Background: an optimization exercise with open tools, aiming at small area. Do not read the settings as production practice. Function was checked by simulation only, so behaviour that the tests miss may differ from the original. Power is estimated from default activity; no workload was simulated. The clock port is modelled as an ideal driver; clocking choices that lean on that would not hold on a real chip.

## rev 12
Design sinc_dec_channel, start of the top module:
module sinc_dec_channel (
    input  wire        clk,
    input  wire        rst,         
    input  wire        restart,     
    input  wire        sinc4,       
    input  wire [10:0] osr,         
    input  wire [15:0] ofs,         
    input  wire [15:0] gain,        
    input  wire        md_valid,    
    input  wire        md_bit,      
    output reg         out_valid,
    output wire [15:0] out_value,
    output wire        out_ok,      
    output wire [3:0]  out_settle,
    output wire        out_clip,
    output wire [3:0]  out_seq
);
Settings: LEC_CHECK=0, CAP_MARGIN=20, CORE_MARGIN=2, CORE_UTILIZATION=60, SLEW_MARGIN=20; clock period 10.0 ns.
standard.sh (not shown) runs the stock make flow with config.mk's settings and CLKGATE_MAP_FILE= SYNTH_SCRIPT=/design/flow/synth_recipe.tcl, a recipe that flattens the netlist after the stock synthesis.
==> flow/flow/run.sh <==
#!/bin/bash
# Standard ORFS flow, with single-drive port buffers and a leaner clock tree.
bash standard.sh \
  "BUFFER_PORTS_ARGS=-buffer_cell sky130_fd_sc_hd__buf_1" \
  "CTS_ARGS=-sink_clustering_enable -repair_clock_nets -sink_clustering_size 30 -sink_clustering_max_diameter 150 -buf_list sky130_fd_sc_hd__clkbuf_16 -dont_use_dummy_load -root_buf sky130_fd_sc_hd__clkbuf_4" \
  finish > standard_run.log 2>&1
Relative to rev 12, the following input files were edited for rev 13:
--- a/flow/design.v
+++ b/flow/design.v
@@ -81,24 +81,24 @@
         begin
             cc = 1'b1;
             for (i = 0; i < 7; i = i + 1) begin
                 inc7[i] = a[i] ^ cc;
                 cc = a[i] & cc;
             end
         end
     endfunction
-    wire [9:0]  rm1_in = (osr[10] & (osr[9:0] != 10'd0)) ? 10'd1023 :
-                         (osr[10:4] == 7'd0)              ? 10'd15 :
-                         osr[9:0] - 10'd1;
+    wire [9:0]  r_in = osr[10]            ? 10'd0  :
+                       (osr[9:4] == 6'd0) ? 10'd16 : osr[9:0];
     reg        active;
     reg        k4;
     reg [9:0]  rm1;          
     reg [2:0]  rc;           
     reg        clr;          
+    reg        ld2;          
     reg [9:0]  phase;        
     reg        pend, pbit;   
     reg        busy, cbit, ccap;
     reg [2:0]  settle;
     reg [3:0]  seq;
     wire rc0  = (rc == 3'd0);
     wire rc6  = (rc == 3'd6);
     wire ph0  = (phase == 10'd0);
@@ -108,20 +108,21 @@
     wire cap  = rc0 ? ph0 : ccap;
     wire gcap = go & cap;
     always @(posedge clk) begin
         rc <= (restart | rc6) ? 3'd0 : rc + 3'd1;
         if (rst)
             active <= 1'b0;
         else if (restart)
             active <= 1'b1;
-        if (restart) begin
+        if (restart)
             k4  <= sinc4;
-            rm1 <= rm1_in;
-        end
+        ld2 <= restart;
+        if (ld2)
+            rm1 <= dec10(phase);
         clr <= restart | (clr & ~rc6);
         if (rst | restart) begin
             pend <= 1'b0;
             busy <= 1'b0;
         end else begin
             if (md_valid & active)
                 pend <= 1'b1;
             else if (pick)
@@ -133,16 +134,18 @@
         end
         if (md_valid)
             pbit <= md_bit;
         if (pick) begin
             cbit <= pbit;
             ccap <= ph0;
         end
         if (restart)
+            phase <= r_in;
+        else if (ld2)
             phase <= 10'd0;
         else if (pick)
             phase <= ph0 ? rm1 : dec10(phase);
     end
     reg [15:0] cofs, cgain;
     always @(posedge clk)
         if (md_valid & ph0) begin
             cofs  <= ofs;
@@ -179,64 +182,63 @@
     end
     reg  [6:0] pc;
     reg  [5:0] dbuf;         
     reg  [9:0] r1, r2, r3, r4;
     reg        qr1, qr2, qr3;
     wire start = go & ccap & rc6 & active;
     wire ld    = (pc == 7'd20) | (pc == 7'd26) | (pc == 7'd32) | (pc == 7'd38) |
                  (pc == 7'd44) | (pc == 7'd50);
-    wire [9:0]  rm4 = k4 ? rm1 : 10'd0;
     wire [10:0] t1 = {r1, dbuf[5]};
     wire [11:0] e1 = add11(t1, ~{1'b0, rm1}, 1'b0);
     wire [10:0] t2 = {r2, qr1};
     wire [11:0] e2 = add11(t2, ~{1'b0, rm1}, 1'b0);
     wire [10:0] t3 = {r3, qr2};
     wire [11:0] e3 = add11(t3, ~{1'b0, rm1}, 1'b0);
     wire [10:0] t4 = {r4, qr3};
-    wire [11:0] e4 = add11(t4, ~{1'b0, rm4}, 1'b0);
+    wire [11:0] e4 = add11(t4, ~{1'b0, rm1}, 1'b0);
     wire        q1 = e1[11], q2 = e2[11], q3 = e3[11], q4 = e4[11];
+    wire        qo = k4 ? q4 : qr3;
     wire        zfill = start | ld;
     assign      sw    = zfill ? 6'd0 : rd;
     wire        sgn   = rd[5];
     wire [9:0]  rinit = sgn ? rm1 : 10'd0;
-    wire [9:0]  rini4 = sgn ? rm4 : 10'd0;
     always @(posedge clk) begin
         dbuf <= zfill ? rd : {dbuf[4:0], 1'b0};
         r1  <= start ? rinit : q1 ? e1[9:0] : t1[9:0];
         r2  <= start ? rinit : q2 ? e2[9:0] : t2[9:0];
         r3  <= start ? rinit : q3 ? e3[9:0] : t3[9:0];
-        r4  <= start ? rini4 : q4 ? e4[9:0] : t4[9:0];
+        r4  <= start ? rinit : q4 ? e4[9:0] : t4[9:0];
         qr1 <= start ? sgn : q1;
         qr2 <= start ? sgn : q2;
         qr3 <= start ? sgn : q3;
     end
     reg        qd1, qd2;     
     reg        fa, fb;       
     reg        sflag;        
     reg        dneg, dcin;
     reg  [1:0] dmag;
     wire nz1 = (r1 != 10'd0), nz2 = (r2 != 10'd0), nz3 = (r3 != 10'd0);
-    wire nz4 = (r4 != 10'd0);
+    wire nz4 = k4 & (r4 != 10'd0);
     wire sticky = sflag | nz4;
     wire w24   = (pc == 7'd60);
     wire w23   = (pc == 7'd61);
     wire w22   = (pc == 7'd62);
     wire wo15  = (pc >= 7'd61) & (pc <= 7'd63);
     wire wofs  = (pc >= 7'd64) & (pc <= 7'd79);
     wire wlast = (pc == 7'd84);
     wire hdig  = (pc >= 7'd61) & (pc <= 7'd84);
     wire obit  = (wofs & cofs[~pc[3:0]]) | (wo15 & cofs[15]);
     wire ysat2 = fa & qd1;
     wire rnd   = wlast & qd1 & (sticky | qd2) & ~ysat2;
     wire ypart = hdig & (fb ? ~w23 : qd2);
     wire [1:0] dsum = {1'b0, ypart} + {1'b0, obit} + {1'b0, rnd};
     wire [1:0] e24  = {1'b0, qd2} + {1'b0, cofs[15]};
     always @(posedge clk) begin
-        qd1 <= q4;
+        qd1 <= qo;
         qd2 <= qd1;
         if (w24) begin
             fa <= ~qd2 & ~qd1;
             fb <= ~qd2 & qd1;
         end else if (wlast) begin
             fb <= fb | ysat2;
         end else begin
             fa <= fa & qd1;
Findings:
Area after synthesis (rev 13 vs. rev 12) decreases slightly. Taking rev 12 as the reference, in rev 13 core utilization moved up; compound-gate portion of the synthesized area moved down; filler cell count in the final layout moved down. Via count, rev 12 and rev 13: higher on rev 12. Compared with rev 12, rev 13 instantiates a smaller number of standard cells. Summary of rev 13 over rev 12: global-route usage increased 0.29 points; overall routed net length increased 1.9%; internal power decreased 2.1%. Re clock period minus worst slack: rev 12 was higher than rev 13. Of rev 12 and rev 13, the run reporting the higher share of synthesized area spent on multiplexers was rev 12. Rev 13 went all the way through synthesis, placement and routing and the layout is clean on timing, DRC and antenna.

-- re-timing with driven ports --
The flow's constraints put no driver on any port. The routed layouts listed below were extracted and timed again, unchanged, in two steps. Step 1 assumes that a clkbuf_16 drives the clock port and a buf_2 every other input. Step 2 times the ports against the registers' clock, not the clock port: input delays grow and output delays shrink by t, the midpoint of the rising clock arrivals with the driver on. Slacks: no drivers / after step 1 / after step 2; pairs: no drivers / after step 1.
| run | t, ns | slack for setup (ns) | latest minus earliest clock arrival (ns) | slew at the worst register clock pin (ns) | pins driven straight from the clock port |
|---|---|---|---|---|---|
| rev 12 | 0.770 | 0.854 / 0.854 / 0.854 | 0.079 / 0.079 | 0.12 / 0.12 | 1 |
| rev 13 | 0.765 | 1.184 / 1.184 / 1.184 | 0.077 / 0.076 | 0.12 / 0.12 | 1 |
After both steps every run listed still meets setup and hold.
